Source: an optimization exercise on an open RTL-to-GDS flow (aim: small area, a short achievable clock period and few clock cycles per item). Production flows keep margins and buffers that such runs may drop. The RTL was checked by simulation tests, not by an equivalence proof against the original design.

**flow/config.mk**
```make
export PLATFORM = sky130hd
export DESIGN_NAME = sha384_core
export DESIGN_NICKNAME = sha384_core
export VERILOG_FILES = /design/flow/design.v
export SDC_FILE = /design/flow/constraint.sdc
export NUM_CORES = 4
export LEC_CHECK = 0
export CAP_MARGIN = 20
export CORE_MARGIN = 2
export CORE_UTILIZATION = 55
export CTS_BUF_LIST = sky130_fd_sc_hd__clkbuf_8
export CTS_CLUSTER_DIAMETER = 50
export CTS_CLUSTER_SIZE = 16
export SLEW_MARGIN = 20
export SYNTH_MEMORY_MAX_BITS = 16384
```
**flow/flow/run.sh**
```bash
#!/bin/bash
# Standard ORFS layout (the standard.sh, standard synthesis unchanged), with
# - timing repair asked to leave extra setup slack so the achieved period drops
# - the smallest buffer cell for the port buffers
# - a fanout limit for repair_design (flow/fanout.tcl, sourced before resizing)
set -euo pipefail
bash standard.sh SETUP_SLACK_MARGIN=7.0 \
  "BUFFER_PORTS_ARGS=-buffer_cell sky130_fd_sc_hd__buf_1" \
  "PRE_RESIZE_TCL=$PWD/flow/fanout.tcl" \
  finish > make_finish.log 2>&1
```
**flow/design.v**
```verilog
module sha384_core (
    input  wire         clk,
    input  wire         rst,          
    input  wire         in_valid,
    output wire         in_ready,
    input  wire [63:0]  in_data,
    input  wire         in_first,     
    output wire         out_valid,
    output wire [383:0] out_digest
);
    localparam [63:0] IV0 = 64'hcbbb9d5dc1059ed8, IV1 = 64'h629a292a367cd507,
                      IV2 = 64'h9159015a3070dd17, IV3 = 64'h152fecd8f70e5939,
                      IV4 = 64'h67332667ffc00b31, IV5 = 64'h8eb44a8768581511,
                      IV6 = 64'hdb0c2e0d64f98fa7, IV7 = 64'h47b5481dbefa4fa4;
    reg  [6:0]  s;             
    reg         u;             
    reg         rnd_q, step0_q, sched_q, fadd_q, fin_q, ivld_q, rdy_q;
    reg         nf;            
    reg         bf;            
    reg         out_valid_q;
    reg  [1023:0] w;
    wire [63:0] w0  = w[  0 +: 64];
    wire [63:0] w1  = w[ 64 +: 64];
    wire [63:0] w9  = w[576 +: 64];
    wire [63:0] w14 = w[896 +: 64];
    wire [63:0] w15 = w[960 +: 64];
    reg  [63:0] a, b, c, d, e, f, g, p;
    reg  [63:0] ha0, ha1, ha2, ha3, he0, he1, he2, he3;
    function [63:0] rotr(input [63:0] x, input integer n);
        rotr = (x >> n) | (x << (64 - n));
    endfunction
    reg  [63:0] kv;
    reg  [63:0] kq;
    wire [6:0]  s_nk;
    always @(*) begin
        case (s_nk)
        7'd0: kv = 64'h428a2f98d728ae22;
        7'd1: kv = 64'h7137449123ef65cd;
        7'd2: kv = 64'hb5c0fbcfec4d3b2f;
        7'd3: kv = 64'he9b5dba58189dbbc;
        7'd4: kv = 64'h3956c25bf348b538;
        7'd5: kv = 64'h59f111f1b605d019;
        7'd6: kv = 64'h923f82a4af194f9b;
        7'd7: kv = 64'hab1c5ed5da6d8118;
        7'd8: kv = 64'hd807aa98a3030242;
        7'd9: kv = 64'h12835b0145706fbe;
        7'd10: kv = 64'h243185be4ee4b28c;
        7'd11: kv = 64'h550c7dc3d5ffb4e2;
        7'd12: kv = 64'h72be5d74f27b896f;
        7'd13: kv = 64'h80deb1fe3b1696b1;
        7'd14: kv = 64'h9bdc06a725c71235;
        7'd15: kv = 64'hc19bf174cf692694;
        7'd16: kv = 64'he49b69c19ef14ad2;
        7'd17: kv = 64'hefbe4786384f25e3;
        7'd18: kv = 64'h0fc19dc68b8cd5b5;
        7'd19: kv = 64'h240ca1cc77ac9c65;
        7'd20: kv = 64'h2de92c6f592b0275;
        7'd21: kv = 64'h4a7484aa6ea6e483;
        7'd22: kv = 64'h5cb0a9dcbd41fbd4;
        7'd23: kv = 64'h76f988da831153b5;
        7'd24: kv = 64'h983e5152ee66dfab;
        7'd25: kv = 64'ha831c66d2db43210;
        7'd26: kv = 64'hb00327c898fb213f;
        7'd27: kv = 64'hbf597fc7beef0ee4;
        7'd28: kv = 64'hc6e00bf33da88fc2;
        7'd29: kv = 64'hd5a79147930aa725;
        7'd30: kv = 64'h06ca6351e003826f;
        7'd31: kv = 64'h142929670a0e6e70;
        7'd32: kv = 64'h27b70a8546d22ffc;
        7'd33: kv = 64'h2e1b21385c26c926;
        7'd34: kv = 64'h4d2c6dfc5ac42aed;
        7'd35: kv = 64'h53380d139d95b3df;
        7'd36: kv = 64'h650a73548baf63de;
        7'd37: kv = 64'h766a0abb3c77b2a8;
        7'd38: kv = 64'h81c2c92e47edaee6;
        7'd39: kv = 64'h92722c851482353b;
        7'd40: kv = 64'ha2bfe8a14cf10364;
        7'd41: kv = 64'ha81a664bbc423001;
        7'd42: kv = 64'hc24b8b70d0f89791;
        7'd43: kv = 64'hc76c51a30654be30;
        7'd44: kv = 64'hd192e819d6ef5218;
        7'd45: kv = 64'hd69906245565a910;
        7'd46: kv = 64'hf40e35855771202a;
        7'd47: kv = 64'h106aa07032bbd1b8;
        7'd48: kv = 64'h19a4c116b8d2d0c8;
        7'd49: kv = 64'h1e376c085141ab53;
        7'd50: kv = 64'h2748774cdf8eeb99;
        7'd51: kv = 64'h34b0bcb5e19b48a8;
        7'd52: kv = 64'h391c0cb3c5c95a63;
        7'd53: kv = 64'h4ed8aa4ae3418acb;
        7'd54: kv = 64'h5b9cca4f7763e373;
        7'd55: kv = 64'h682e6ff3d6b2b8a3;
        7'd56: kv = 64'h748f82ee5defb2fc;
        7'd57: kv = 64'h78a5636f43172f60;
        7'd58: kv = 64'h84c87814a1f0ab72;
        7'd59: kv = 64'h8cc702081a6439ec;
        7'd60: kv = 64'h90befffa23631e28;
        7'd61: kv = 64'ha4506cebde82bde9;
        7'd62: kv = 64'hbef9a3f7b2c67915;
        7'd63: kv = 64'hc67178f2e372532b;
        7'd64: kv = 64'hca273eceea26619c;
        7'd65: kv = 64'hd186b8c721c0c207;
        7'd66: kv = 64'heada7dd6cde0eb1e;
        7'd67: kv = 64'hf57d4f7fee6ed178;
        7'd68: kv = 64'h06f067aa72176fba;
        7'd69: kv = 64'h0a637dc5a2c898a6;
        7'd70: kv = 64'h113f9804bef90dae;
        7'd71: kv = 64'h1b710b35131c471b;
        7'd72: kv = 64'h28db77f523047d84;
        7'd73: kv = 64'h32caab7b40c72493;
        7'd74: kv = 64'h3c9ebe0a15c9bebc;
        7'd75: kv = 64'h431d67c49c100d4c;
        7'd76: kv = 64'h4cc5d4becb3e42b6;
        7'd77: kv = 64'h597f299cfc657e2a;
        7'd78: kv = 64'h5fcb6fab3ad6faec;
        7'd79: kv = 64'h6c44198c4a475817;
        7'd81: kv = 64'h428a2f98d728ae22;
        default: kv = 64'h0;
        endcase
    end
    function acc(input [6:0] sv, input uv);    
        acc = (sv <= 7'd14) || ((sv == 7'd15) && !uv) || (sv == 7'd79) ||
              ((sv == 7'd80) && !uv) || (sv == 7'd81);
    endfunction
    assign in_ready = rdy_q;
    wire take  = in_valid && rdy_q;
    wire s_fin0 = (s == 7'd0) || (s == 7'd81);
    wire word0 = take && (s_fin0 ? !u : (s >= 7'd79));
    wire cons  = u && ((s <= 7'd15) || (s == 7'd81));
    wire [6:0] s_nr = s_fin0 ? {6'd0, u} : s + {6'd0, rnd_q};
    wire       u_nr = take || (u && !cons);
    wire       nf_nx = word0 ? in_first : nf;
    wire       rnd_nr   = (u_nr && (s_nr >= 7'd1) && (s_nr <= 7'd15)) ||
                          ((s_nr >= 7'd16) && (s_nr <= 7'd80));
    wire       step0_nr = u_nr && ((s_nr == 7'd0) || (s_nr == 7'd81));
    assign s_nk = s_nr;
    always @(posedge clk) begin
        s       <= rst ? 7'd0 : s_nr;
        u       <= !rst && u_nr;
        nf      <= nf_nx;
        rnd_q   <= !rst && rnd_nr;
        step0_q <= !rst && step0_nr;
        sched_q <= !rst && rnd_nr && (s_nr >= 7'd15) && (s_nr <= 7'd78);
        fadd_q  <= !rst && (s_nr >= 7'd78);
        fin_q   <= !rst && (s_nr == 7'd81);
        ivld_q  <= !rst && step0_nr && nf_nx;
        rdy_q   <= rst || acc(s_nr, u_nr);
        out_valid_q <= !rst && fin_q;
    end
    function [63:0] x3(input [63:0] x, input [63:0] y, input [63:0] z);
        x3 = x ^ y ^ z;
    endfunction
    function [63:0] m3(input [63:0] x, input [63:0] y, input [63:0] z);
        m3 = ((x & y) | (x & z) | (y & z)) << 1;
    endfunction
    function [63:0] bk_add(input [63:0] x, input [63:0] y);
        reg [63:0] gg, pp, p0;
        integer d, i;
        begin
            gg = x & y;
            pp = x ^ y;
            p0 = pp;
            for (d = 1; d < 64; d = d * 2)
                for (i = 2 * d - 1; i < 64; i = i + 2 * d) begin
                    gg[i] = gg[i] | (pp[i] & gg[i - d]);
                    pp[i] = pp[i] & pp[i - d];
                end
            for (d = 16; d >= 1; d = d / 2)
                for (i = 3 * d - 1; i < 64; i = i + 2 * d) begin
                    gg[i] = gg[i] | (pp[i] & gg[i - d]);
                    pp[i] = pp[i] & pp[i - d];
                end
            bk_add = p0 ^ {gg[62:0], 1'b0};
        end
    endfunction
    wire [63:0] bsig0 = rotr(a, 28) ^ rotr(a, 34) ^ rotr(a, 39);
    wire [63:0] bsig1 = rotr(e, 14) ^ rotr(e, 18) ^ rotr(e, 41);
    wire [63:0] ch    = (e & f) | (~e & g);
    wire [63:0] mj    = (a & (b | c)) | (b & c);
    wire [63:0] as1 = x3(p, ch, mj),        ac1 = m3(p, ch, mj);
    wire [63:0] as2 = x3(as1, ac1, bsig1),  ac2 = m3(as1, ac1, bsig1);
    wire [63:0] as3 = x3(as2, ac2, bsig0),  ac3 = m3(as2, ac2, bsig0);
    wire [63:0] a_r = as3 + ac3;
    wire [63:0] es1 = x3(d, p, ch),         ec1 = m3(d, p, ch);
    wire [63:0] es2 = x3(es1, ec1, bsig1),  ec2 = m3(es1, ec1, bsig1);
    wire [63:0] e_r = es2 + ec2;
    wire [63:0] ssig0 = rotr(w1, 1) ^ rotr(w1, 8) ^ (w1 >> 7);
    wire [63:0] ssig1 = rotr(w14, 19) ^ rotr(w14, 61) ^ (w14 >> 6);
    wire [63:0] ws1 = x3(w0, w9, ssig0),    wc1 = m3(w0, w9, ssig0);
    wire [63:0] ws2 = x3(ws1, wc1, ssig1),  wc2 = m3(ws1, wc1, ssig1);
    wire [63:0] w_new = ws2 + wc2;
    wire [63:0] hsrc  = !step0_q ? g : nf ? IV7 : fin_q ? he2 : he3;
    wire [63:0] ps1 = x3(hsrc, kq, w15),   pc1 = m3(hsrc, kq, w15);
    wire [63:0] p_n   = ps1 + pc1;
    reg  [63:0] ivx, ivy;
    always @(*) begin
        case (s[1:0])
        2'd2:    begin ivx = IV3; ivy = IV7; end    
        2'd3:    begin ivx = IV2; ivy = IV6; end    
        2'd0:    begin ivx = IV1; ivy = IV5; end    
        default: begin ivx = IV0; ivy = IV4; end    
        endcase
    end
    wire [63:0] xsum = bk_add(bf ? ivx : ha3, a);
    wire [63:0] ysum = bk_add(bf ? ivy : he3, e);
    assign out_valid  = out_valid_q;
    assign out_digest = {ha0, ha1, ha2, ha3, he0, he1};
    always @(posedge clk) begin
        kq <= rst ? 64'h428a2f98d728ae22 : kv;
        if (step0_q)
            bf <= nf;
        if (take)
            w <= {in_data, w[1023:64]};
        else if (sched_q)
            w <= {w_new, w[1023:64]};
        if (rnd_q || step0_q)
            p <= p_n;
        if (rnd_q) begin
            a <= a_r; b <= a; c <= b; d <= c;
            e <= e_r; f <= e; g <= f;
        end else if (ivld_q) begin
            a <= IV0; b <= IV1; c <= IV2; d <= IV3;
            e <= IV4; f <= IV5; g <= IV6;
        end else if (fin_q) begin
            a <= xsum; b <= ha0; c <= ha1; d <= ha2;
            e <= ysum; f <= he0; g <= he1;
        end
        if (fadd_q) begin
            ha0 <= xsum; ha1 <= ha0; ha2 <= ha1; ha3 <= ha2;
            he0 <= ysum; he1 <= he0; he2 <= he1; he3 <= he2;
        end
    end
endmodule
```
**flow/constraint.sdc**
```tcl
create_clock -name core_clock -period 12.0 [get_ports {clk}]
set_input_delay 2.4000 -clock core_clock [delete_from_list [all_inputs] [get_ports {clk}]]
set_output_delay 2.4000 -clock core_clock [all_outputs]
set_load 0.01 [all_outputs]
```
**flow/standard.sh**
```bash
#!/bin/bash
# synth_recipe.tcl (not shown) runs the flow's synth.tcl, then flattens the netlist and writes it again
# the make line also repeats each setting of config.mk as NAME=value (left out here)
make -C /OpenROAD-flow-scripts/flow DESIGN_CONFIG=/design/flow/config.mk WORK_HOME=/design/flow/orfs CLKGATE_MAP_FILE= SYNTH_SCRIPT=/design/flow/synth_recipe.tcl "${@:-finish}"
```
**flow/flow/fanout.tcl**
```tcl
# Limit fanout so that repair_design splits the wide enable nets into smaller
# buffer trees (large nets are hard for the detailed router to wire cleanly).
set_max_fanout 40 [current_design]
```
==> metrics.md, run 1 <==
| Metric | Value |
|---|---|
| Fmax | 0.1776 GHz |
| Initial DRT Pass Iterations | 9 |
| Final antenna-violating net count | 0 |
| Critical Path RT | 12790 ps |
| Crit path launch type | flop |
| Post-Synth Adder-Cell Area | 14.71% |
| Post-synthesis sequential area ratio | 54.29% |
| CTS tree | done |
| Die H | 463.9 um |
| Multiplexer share of the synthesized area | 1.110% |
| Global Route Usage Sum | 44.31% |
| CP arrival | 6420 ps |
| Die W | 463.9 um |
| Yosys reg bits | 2130 |
| Syn Nets | 10370 |
| Total number of vias | 86160 |
| Drt via density | 6.604 |
| Non-Filler Instances | 13050 |
| Top_reg_cell synth | edfxtp_1 |
| Pin count of the biggest net entering global routing | 41 |
| Count of final setup violators | 0 |
| Simple-Gate Fraction of Synth Area | 5.799% |
| Post-Syn Instances | 9331 |
| Grt ovf | 0 |
| Max Cap Violations | 0 |
| Synthesis-to-finish area growth | 14.73% |
| Clk Latency, worst-skew pair | 1060 ps |
| Tmin final | 5629 ps |
| Initial antenna violation count | 23 |
| Design area | 0.1334 mm^2 |
| Avg Cell Area, Syn | 12.47 um^2 |
| # DRC | 0 |
| Share of layout cells above drive strength 1 | 16.12% |
| Ports | 454 |
| GPL Wtd Cong | 1.056 |
| Slew HR | 10.83% |
| Initial DRC count | 12670 |
| Largest family of logic cells by synthesized area | adder cells |
| Crit path max fanout | 3 |
| RSZ-0062 raised after global routing | true |
| Final Net Count | 11120 |
| Final Hold Fails | 0 |
| Synth Area in Compound Gates | 13.01% |
| Worst-margin pin slew | 1333 ps |
| I/O Buffers | 453 |
| Post-DP HPWL | 365.6 mm |
| Max Root-Sink Buffers | 3 |
| Period Utilization, post-route | 46.91% |
| Root Buffer | clkbuf_8 |
| Post-CTS Hold Buffers | 0 |
| Slew Viols, Final | 0 |
| Die area | 0.2152 mm^2 |
| WS Path Type | flop to flop |
| Row Count | 168 |
| Clock sinks | 2130 |
| First-pass GRT wire length | 658.9 mm |
| YS warnings | 1 |
| Hold Slack | 410.7 ps |
| Post-synth ARST share | 0% |
| Syn Std Cell Area | 0.1163 mm^2 |
| Cells after DPL | 12310 |
| Area after DPL | 0.1214 mm^2 |
| Reg clk slew, reported paths | 110 ps |
| CP endpoint kind | flop |
| Hold WC Path Type | flop to flop |
| Vias in the first global route | 83640 |
| Clock skew | 70.34 ps |
| Setup_tns | 0 ps |
| Core ar. | 0.2100 mm^2 |
| Number of flops mapped to enable cells by yosys | 2049 |
| Synth Area in XOR/XNOR | 6.114% |
| Initial Util | 55.39% |
| Wire length per cell | 37.34 um |
| Htree depth | 4 |
| Yosys cell types | 113 |
| Final wirelength | 487.1 mm |
| Outcome | finished clean |
| Total CTS buffers | 208 |
[synthesized netlist by cell type (22+ instances only)]
master / number / share of area (%)
a31oi_1: 78 / 0.42
mux2i_1: 33 / 0.28
a311oi_1: 36 / 0.27
o22a_1: 145 / 1.1
edfxtp_1: 2049 / 53
nand3_1: 109 / 0.47
a21oi_1: 607 / 2.6
a211oi_1: 35 / 0.23
buf_1: 33 / 0.11
o31ai_1: 22 / 0.14
buf_2: 56 / 0.24
inv_1: 986 / 3.2
o21ai_0: 438 / 1.9
a22oi_1: 25 / 0.16
o21ai_1: 30 / 0.13
mux2_2: 84 / 0.81
and2_1: 22 / 0.12
o21bai_1: 53 / 0.34
o21a_1: 63 / 0.41
a21o_1: 254 / 1.6
fa_1: 572 / 9.8
nand2_1: 482 / 1.6
nor3_1: 75 / 0.32
nand2b_1: 64 / 0.34
xnor2_1: 630 / 4.7
nand4_1: 80 / 0.43
and3_1: 39 / 0.21
o22ai_1: 74 / 0.40
clkbuf_1: 416 / 1.3
nor2_1: 426 / 1.4
a22o_1: 151 / 1.1
maj3_1: 62 / 0.53
dfxtp_1: 81 / 1.4
nor2b_1: 42 / 0.23
xor2_1: 182 / 1.4
o211ai_1: 38 / 0.25
ha_1: 403 / 4.3
[registers in the layout (all words and copies together) (netlist names), 7 cells and up]
signal,flops
ha0,64
f,64
he3,64
s,7
ha1,64
e,64
c,64
g,64
he2,64
he1,64
ha2,64
p,64
kq,64
ha3,64
he0,64
b,64
a,64
d,64
w,1024
[through the flow]
step,setup WS (ps),util (%)
5_1_grt,6301,63.53
6_report,6371,63.55
4_1_cts,6436,62.43
2_1_floorplan,1799,-
3_5_place_dp,1091,57.83
3_3_place_gp,4858,57.54
[cell usage in the layout, fill, tap and decap left out, drive strengths merged, types with 42 or more instances in the layout]
cell / Yosys / layout
nor3: 78 / 78
dfxtp: 81 / 81
nand2b: 64 / 65
a21oi: 609 / 609
a21o: 254 / 254
o21a: 63 / 63
clkbuf: 418 / 214
inv: 990 / 1055
o22ai: 75 / 75
xnor2: 630 / 630
ha: 403 / 403
a31oi: 83 / 83
o21bai: 55 / 55
nor2b: 42 / 42
fa: 572 / 572
nand3: 110 / 110
o22a: 145 / 145
xor2: 182 / 182
edfxtp: 2049 / 2049
nand2: 487 / 487
o21ai: 471 / 471
a22o: 151 / 151
nand4: 80 / 80
mux2: 85 / 85
nor2: 433 / 433
buf: 94 / 1029
clkinv: 3 / 61
maj3: 62 / 62
[worst max-delay path, stage by stage, from the launching register on]
cell	delay (ps)
edfxtp_1	430
buf_6	140
mux2_4	320
fa_1	510
inv_2	50
fa_1	470
inv_1	50
fa_1	560
ha_4	220
nor2b_4	120
o31a_1	290
o31ai_4	350
a31o_2	240
nand2_4	120
a311o_2	500
a31oi_4	260
o21ai_4	150
a21oi_2	200
nor3_1	70
o32a_1	290
[cells by family after synthesis]
| group | Yosys count |
|---|---|
| AOI/OAI and AO/OA | 2276 |
| xor gates and xnor gates | 812 |
| adders and majority gates | 1037 |
| buffers and inverters | 1505 |
| DFF | 2130 |
| muxes | 118 |
| and+or+nand+nor | 1453 |
[layer usage]
layer	share of wire, %	global-route usage [%]	wire length, um	up-vias
li1	-	-	-	34870
met1	35	55.95	170900	43170
met2	43	65.88	210200	6503
met3	12	10.83	56130	1603
met4	10	34.42	49870	8
met5	0.012	0	60	-
[path summary, 6_finish.rpt]
check / to / start / slack [ps] / cells past startpoint
max: a[51]$_DFFE_PP_ / e[3]$_DFFE_PP_ / 6370 / 19
min: w[270]$_DFFE_PP_ / w[334]$_DFFE_PP_ / 410 / 0
max reg2reg: a[51]$_DFFE_PP_ / e[3]$_DFFE_PP_ / 6370 / 19
min reg2reg: w[270]$_DFFE_PP_ / w[334]$_DFFE_PP_ / 410 / 0
[what timing repair did]
action                     4_1_cts  5_1_grt
setup buffers                  250      101
resized for setup              650      316
setup endpoints to repair     1399      423
pin swaps                      175      182
cloned                          10        1
[cell type report]
class | instances | area [um^2]
Clock buffer | 210 | 2890
Antenna cell | 20 | 50.05
Tap cell | 2805 | 3510
Clock inverter | 144 | 1607
Sequential cell | 2130 | 63170
Inverter | 993 | 3774
Timing Repair Buffer | 1047 | 7172
Fill cell | 15830 | 76550
Multi-Input combinational cell | 5697 | 51270
Testbench counts, summed over its fixed seeds: cycles 31,128, items 384.
==> inputs of run 2 (changes only) <==
--- a/flow/design.v
+++ b/flow/design.v
@@ -191,7 +191,7 @@
     wire [63:0] w_new = ws2 + wc2;
     wire [63:0] hsrc  = !step0_q ? g : nf ? IV7 : fin_q ? he2 : he3;
     wire [63:0] ps1 = x3(hsrc, kq, w15),   pc1 = m3(hsrc, kq, w15);
-    wire [63:0] p_n   = ps1 + pc1;
+    wire [63:0] p_n   = bk_add(ps1, pc1);
     reg  [63:0] ivx, ivy;
     always @(*) begin
         case (s[1:0])
--- a/flow/config.mk
+++ b/flow/config.mk
@@ -13,3 +13,4 @@
 export CTS_CLUSTER_SIZE = 16
 export SLEW_MARGIN = 20
 export SYNTH_MEMORY_MAX_BITS = 16384
+export TNS_END_PERCENT = 30
==> metrics.md, run 2 <==
| Metric | Value |
|---|---|
| Outcome | finished clean |
| Hold WC Path Type | flop to flop |
| Final core occ | 63.83% |
| Period Utilization, post-route | 45.67% |
| Initial DRT Pass Iterations | 7 |
| Post-synth ARST share | 0% |
| Max Root-Sink Buffers | 3 |
| Initial DRC count | 12850 |
| Yosys cell types | 99 |
| Clk Latency, worst-skew pair | 1090 ps |
| Die area | 0.2127 mm^2 |
| Max Cap Violations | 0 |
| Reg clk slew, reported paths | 100 ps |
| Final antenna-violating net count | 0 |
| Crit path max fanout | 6 |
| Hold Slack | 399.5 ps |
| Yosys reg bits | 2130 |
| CP arrival | 6250 ps |
| Grt ovf | 0 |
| Post-Syn Instances | 9072 |
| CP endpoint kind | flop |
| Final wirelength | 460.0 mm |
| Worst-margin pin slew | 1240 ps |
| YS warnings | 1 |
| Max reg flops | 1024 |
| Final Hold Fails | 0 |
| Most common library cells after synthesis | 2049 x edfxtp_1, 1001 x inv_1, 616 x xnor2_1 |
| GPL Wtd Cong | 1.040 |
| Avg Cell Area, Syn | 12.67 um^2 |
| Root Buffer | clkbuf_8 |
| Syn Nets | 10140 |
| Slew Viols, Final | 0 |
| Clock skew | 92.53 ps |
| Die H | 461.2 um |
| Crit-path slowest cell | fa_1 |
| Largest area contributor in the netlist | edfxtp_1 |
| Top_reg_cell synth | edfxtp_1 |
| Crit-path max cell delay | 500 ps |
| Tmin final | 5480 ps |
| Htree depth | 4 |
| Filler cells | 15450 |
| Crit Reg-Reg Startpoint | e[13]$_DFFE_PP_ |
| RSZ-0062 raised after global routing | true |
| Setup slack after layout | 6520 ps |
| First-pass GRT wire length | 623.2 mm |
| Commonest non-fill, non-tap cell in the layout | edfxtp_1 |
| Setup_tns | 0 ps |
| Wire length per cell | 35.78 um |
| CP cell instances | buf_6, mux2_4, fa_1, inv_1, fa_1, inv_1, fa_1, ha_4, nand3_4, nor4_4, o21ai_4, a211o_1, a31oi_4, o21ai_2, a211oi_2, or2_4, buf_6, a21oi_2, xor2_1, a21oi_1 |
| Crit path launch type | flop |
| Die W | 461.2 um |
| Crit path launch | e[13]$_DFFE_PP_ |
| Count of final setup violators | 0 |
| Fmax | 0.1825 GHz |
| Post-synthesis sequential area ratio | 54.93% |
| Core ar. | 0.2075 mm^2 |
| Largest Register | w |
| Area contributors post-synth | edfxtp_1 54%, fa_1 10%, xnor2_1 4.7%, ha_1 4.4%, inv_1 3.3% |
| WS Path Type | flop to flop |
| Synthesis-to-finish area growth | 15.20% |
| CTS tree | done |
| I/O Buffers | 453 |
| Syn Std Cell Area | 0.1150 mm^2 |
| Total CTS buffers | 204 |
| Pin count of the biggest net entering global routing | 41 |
| Most frequent cells in the layout | 2049 x edfxtp_1, 1007 x inv_1, 585 x fa_1 |
| Post-DP HPWL | 345.5 mm |
| Row Count | 167 |
| Hold Startpoint | w[703]$_DFFE_PP_ |
| Share of the synthesized area in the top cell type | 53.52% |
| Final Net Count | 10990 |
| Initial Util | 55.40% |
| Total number of vias | 83570 |
| Slew HR | 16.77% |
| Initial antenna violation count | 27 |
| Drt via density | 6.500 |
| Ports | 454 |
| # DRC | 0 |
| Clock sinks | 2130 |
| Share of layout cells above drive strength 1 | 16.59% |
| Global Route Usage Sum | 42.41% |
| Setup WS pre-CTS | 3530 ps |
| Count leader, synth | edfxtp_1 |
| Number of flops mapped to enable cells by yosys | 2049 |
| Vias in the first global route | 80770 |
| Critical Path RT | 12770 ps |
| Most frequent CP cell | fa_1 |
==> run 2: metal layers <==
layer / wire [um] / global-route usage [%]
met5: 121 / 0
met2: 200300 / 62.85
met1: 172000 / 57.08
met4: 31700 / 22.55
met3: 55960 / 11.72
==> run 2: layout make-up <==
| class | count | area (um^2) | share of cell area [%] |
|---|---|---|---|
| tap | 2788 | 3488 | 2.634 |
| inverter | 1005 | 3821 | 2.885 |
| clock inverter | 145 | 1598 | 1.206 |
| sequential | 2130 | 63170 | 47.70 |
| clock buffer | 206 | 2835 | 2.141 |
| antenna | 9 | 22.52 | 0.01701 |
| timing repair buffer | 1119 | 7617 | 5.752 |
| multi-input combinational | 5455 | 49880 | 37.66 |
==> run 2: timing repair <==
| action | CTS | global route |
|---|---|---|
| gates cloned | 10 | 1 |
| resized for setup | 525 | 386 |
| hold buffers | 0 | 0 |
| setup buffers | 249 | 163 |
| endpoints found under the setup margin | 1368 | 699 |
| pin swaps | 144 | 243 |
==> run 2: cells by family (layout without fill, tap and decap cells) <==
kind of cell	Yosys count	after routing	share of synthesized area [%]
DFF	2130	2130	54.93
other	0	9	0
and+or+nand+nor	1356	1357	5.384
buffers and inverters	1488	2475	4.915
adders and majority gates	1066	1066	15.40
AOI/OAI and AO/OA	2128	2128	12.28
muxes	111	111	1.049
xor gates and xnor gates	793	793	6.042
==> run 2: path summary, 6_finish.rpt <==
kind,depth (start not counted),end,slack (ps)
setup / recovery,20,a[59]$_DFFE_PP_,6520
setup reg to reg,20,a[59]$_DFFE_PP_,6520
hold / removal,0,w[639]$_DFFE_PP_,400
hold reg to reg,0,w[639]$_DFFE_PP_,400
==> run 2: per-stage QoR <==
| step | instance area (um^2) | std cells |
|---|---|---|
| after floorplan | 115000 | 9072 |
| after global placement | 119600 | 11970 |
| after detailed placement | 120200 | 12070 |
| after CTS | 129200 | 12680 |
| after global routing | 132400 | 12850 |
| final | 132400 | 12860 |
==> run 2: worst max-delay path, delay by kind of cell, from the launching register on <==
kind	cells	cell delay, ps
AO/OA/AOI/OAI	7	1480
XOR/XNOR	1	120
adder cells (fa/ha/maj)	4	1780
buffers and inverters	4	390
flip-flops	1	390
multiplexers	1	360
AND/OR/NAND/NOR	3	670
Testbench counts of run 2, summed over its fixed seeds: cycles 31,128, items 384.
==> inputs of run 3 (changes only) <==
--- a/flow/config.mk
+++ b/flow/config.mk
@@ -13,4 +13,4 @@
 export CTS_CLUSTER_SIZE = 16
 export SLEW_MARGIN = 20
 export SYNTH_MEMORY_MAX_BITS = 16384
-export TNS_END_PERCENT = 30
+export TNS_END_PERCENT = 50
==> metrics.md, run 3 <==
| Metric | Value |
|---|---|
| Outcome | finished clean |
| I/O Buffers | 453 |
| First-pass GRT wire length | 623.2 mm |
| Crit path max fanout | 7 |
| Post-DP HPWL | 345.5 mm |
| Worst-margin pin slew | 1286 ps |
| Crit. path cell count | 18 |
| Crit path launch | e[52]$_DFFE_PP_ |
| Ports | 454 |
| Commonest non-fill, non-tap cell in the layout | edfxtp_1 |
| Avg Cell Area, Syn | 12.67 um^2 |
| Met1 usage | 57.02% |
| Grt ovf | 0 |
| Most common library cells after synthesis | 2049 x edfxtp_1, 1001 x inv_1, 616 x xnor2_1 |
| Crit Reg-Reg Startpoint | e[52]$_DFFE_PP_ |
| Post-Syn Instances | 9072 |
| Largest Register | w |
| Initial antenna violation count | 29 |
| CP cell instances | xor2_1, xnor2_2, fa_1, inv_1, fa_1, ha_4, nand2_1, nor4_4, o21ai_4, a211o_1, a31oi_4, o21ai_2, a211oi_2, or2_4, buf_6, a21oi_2, xor2_1, a21oi_1 |
| Fmax | 0.1819 GHz |
| Final wirelength | 459.3 mm |
| Yosys reg bits | 2130 |
| Post-synth ARST share | 0% |
| Clk Latency, worst-skew pair | 1100 ps |
| Initial DRC count | 12660 |
| Buffers and inverters on the worst path | 2 |
| GR peak layer | met2 |
| Hold Startpoint | w[858]$_DFFE_PP_ |
| Final antenna-violating net count | 0 |
| Met3 Use GR | 11.83% |
| Crit-path slowest cell | edfxtp_1 |
| Syn Std Cell Area | 0.1150 mm^2 |
| Row Count | 167 |
| Met2 usage in global routing | 62.94% |
| Htree depth | 4 |
| Final Hold Fails | 0 |
| Area contributors post-synth | edfxtp_1 54%, fa_1 10%, xnor2_1 4.7%, ha_1 4.4%, inv_1 3.3% |
| Max reg flops | 1024 |
| Final Net Count | 10980 |
| Largest area contributor in the netlist | edfxtp_1 |
| YS warnings | 1 |
| Root Buffer | clkbuf_8 |
| Clock sinks | 2130 |
| Total CTS buffers | 204 |
| Clock skew | 97.92 ps |
| Crit-path max cell delay | 620 ps |
| Global Route Usage Sum | 42.42% |
| WS Path Type | flop to flop |
| Share of layout cells above drive strength 1 | 16.61% |
| Setup slack after layout | 6502 ps |
| FF-to-FF path depth | 18 |
| Share of the synthesized area in the top cell type | 53.52% |
| Yosys cell types | 99 |
| R2R Path End | a[59]$_DFFE_PP_ |
| CP endpoint kind | flop |
| Initial DRT Pass Iterations | 7 |
| Number of flops mapped to enable cells by yosys | 2049 |
| Max Cap Violations | 0 |
| # DRC | 0 |
| Syn Nets | 10140 |
| RSZ-0062 raised after global routing | true |
| Total number of vias | 83670 |
| Setup WS pre-CTS | 3530 ps |
| Register-to-register setup slack | 6500 ps |
| GPL Wtd Cong | 1.040 |
| Die H | 461.2 um |
| Setup_tns | 0 ps |
| Post-synthesis sequential area ratio | 54.93% |
| Pin count of the biggest net entering global routing | 41 |
| CP arrival | 6260 ps |
| Crit path launch type | flop |
| Wire length per cell | 35.70 um |
| Initial Util | 55.40% |
| CTS tree | done |
| Die W | 461.2 um |
| Slew Viols, Final | 0 |
| Filler cells | 15430 |
| Reg clk slew, reported paths | 100 ps |
| Hold WC Path Type | flop to flop |
| Critical Path RT | 12760 ps |
| Slew HR | 13.63% |
| Synthesis-to-finish area growth | 15.21% |
| CP top delay family | compound AO/OA/AOI/OAI gates |
| Most frequent cells in the layout | 2049 x edfxtp_1, 1006 x inv_1, 585 x fa_1 |
| Max Root-Sink Buffers | 3 |
| Crit path capture | a[59]$_DFFE_PP_ |
| Drt via density | 6.503 |
| Count leader, synth | edfxtp_1 |
| Period Utilization, post-route | 45.82% |
| Core ar. | 0.2075 mm^2 |
| Tmin final | 5498 ps |
| Vias in the first global route | 80800 |
| Count of final setup violators | 0 |
| Top_reg_cell synth | edfxtp_1 |
| Die area | 0.2127 mm^2 |
| Hold Slack | 397.2 ps |
run 3: worst min-delay path by stage:
stage	to	slack, ps	depth (start not counted)
2_1_floorplan	w[100]$_DFFE_PP_	400	0
3_3_place_gp	w[494]$_DFFE_PP_	400	0
3_5_place_dp	w[102]$_DFFE_PP_	400	0
4_1_cts	w[794]$_DFFE_PP_	380	0
5_1_grt	w[794]$_DFFE_PP_	380	0
6_report	w[794]$_DFFE_PP_	400	0
run 3: what timing repair did:
action	in CTS	in global routing
endpoints found under the hold margin	0	0
cloned	10	4
hold buffers	0	0
resized for setup	535	384
pin swaps	144	218
endpoints found under the setup margin	1368	633
setup buffers	250	151
run 3: stage by stage:
stage	cells	utilization [%]	instance area, um^2
2_1_floorplan	9072	-	115000
3_3_place_gp	11970	57.66	119600
3_5_place_dp	12070	57.94	120200
4_1_cts	12680	62.31	129300
5_1_grt	12850	63.81	132400
6_report	12870	63.83	132400
run 3: cell type report:
class                      count  area, um^2  area share (%)
inverter                    1005        3821           2.885
clock inverter               145        1598           1.206
clock buffer                 206        2835           2.141
timing repair buffer        1110        7587           5.729
multi-input combinational   5455       49870           37.65
antenna                       28       70.07         0.05290
sequential                  2130       63170           47.70
tap                         2788        3488           2.634
run 3: cell families after synthesis:
logic type | share of synthesized area [%]
xor gates and xnor gates | 6.042
AOI/OAI and AO/OA | 12.28
muxes | 1.049
DFF | 54.93
buffers and inverters | 4.915
and+or+nand+nor | 5.384
adders and majority gates | 15.40
run 3: routing by layer:
| layer | vias up | part of all wire [%] |
|---|---|---|
| met5 | - | 0.025 |
| met4 | 18 | 6.9 |
| met3 | 1330 | 12 |
| met2 | 5935 | 43 |
| met1 | 42390 | 37 |
| li1 | 34010 | - |
run 3: worst register-to-register path: stages, from the launching register on:
cell	delay, ps
edfxtp_1	620
xor2_1	290
xnor2_2	540
fa_1	520
inv_1	110
fa_1	470
ha_4	340
nand2_1	100
nor4_4	290
o21ai_4	170
a211o_1	430
a31oi_4	380
o21ai_2	140
a211oi_2	250
or2_4	200
buf_6	110
a21oi_2	50
xor2_1	120
a21oi_1	80

[port drivers added, routing unchanged]
The flow's constraints put no driver on any port. The routed layouts listed below were extracted and timed again, unchanged, in two steps.
Step 1, drivers: a clkbuf_16 drives clk and a buf_2 each remaining input, both assumed.
Step 2, shift: input delay + t, output delay - t, t = (earliest + latest rising clock arrival at the registers) / 2. This alone moves slack from input paths to output paths.
Three values: ideal ports, drivers, drivers and shift; two values: the first two.
| run | t (ns) | setup WS [ns] | hold slack, ns |
|---|---|---|---|
| run 1 | 1.126 | 6.371 / 6.371 / 6.084 | 0.411 / 0.411 / 0.411 |
| run 2 | 1.142 | 6.520 / 6.520 / 5.850 | 0.400 / 0.400 / 0.400 |
| run 3 | 1.126 | 6.502 / 6.502 / 5.921 | 0.397 / 0.397 / 0.397 |
After both steps setup and hold are still met in every run listed. The setup slack of run 2, which loses most, moves by 0.000 ns with the drivers and by -0.670 ns with both steps.
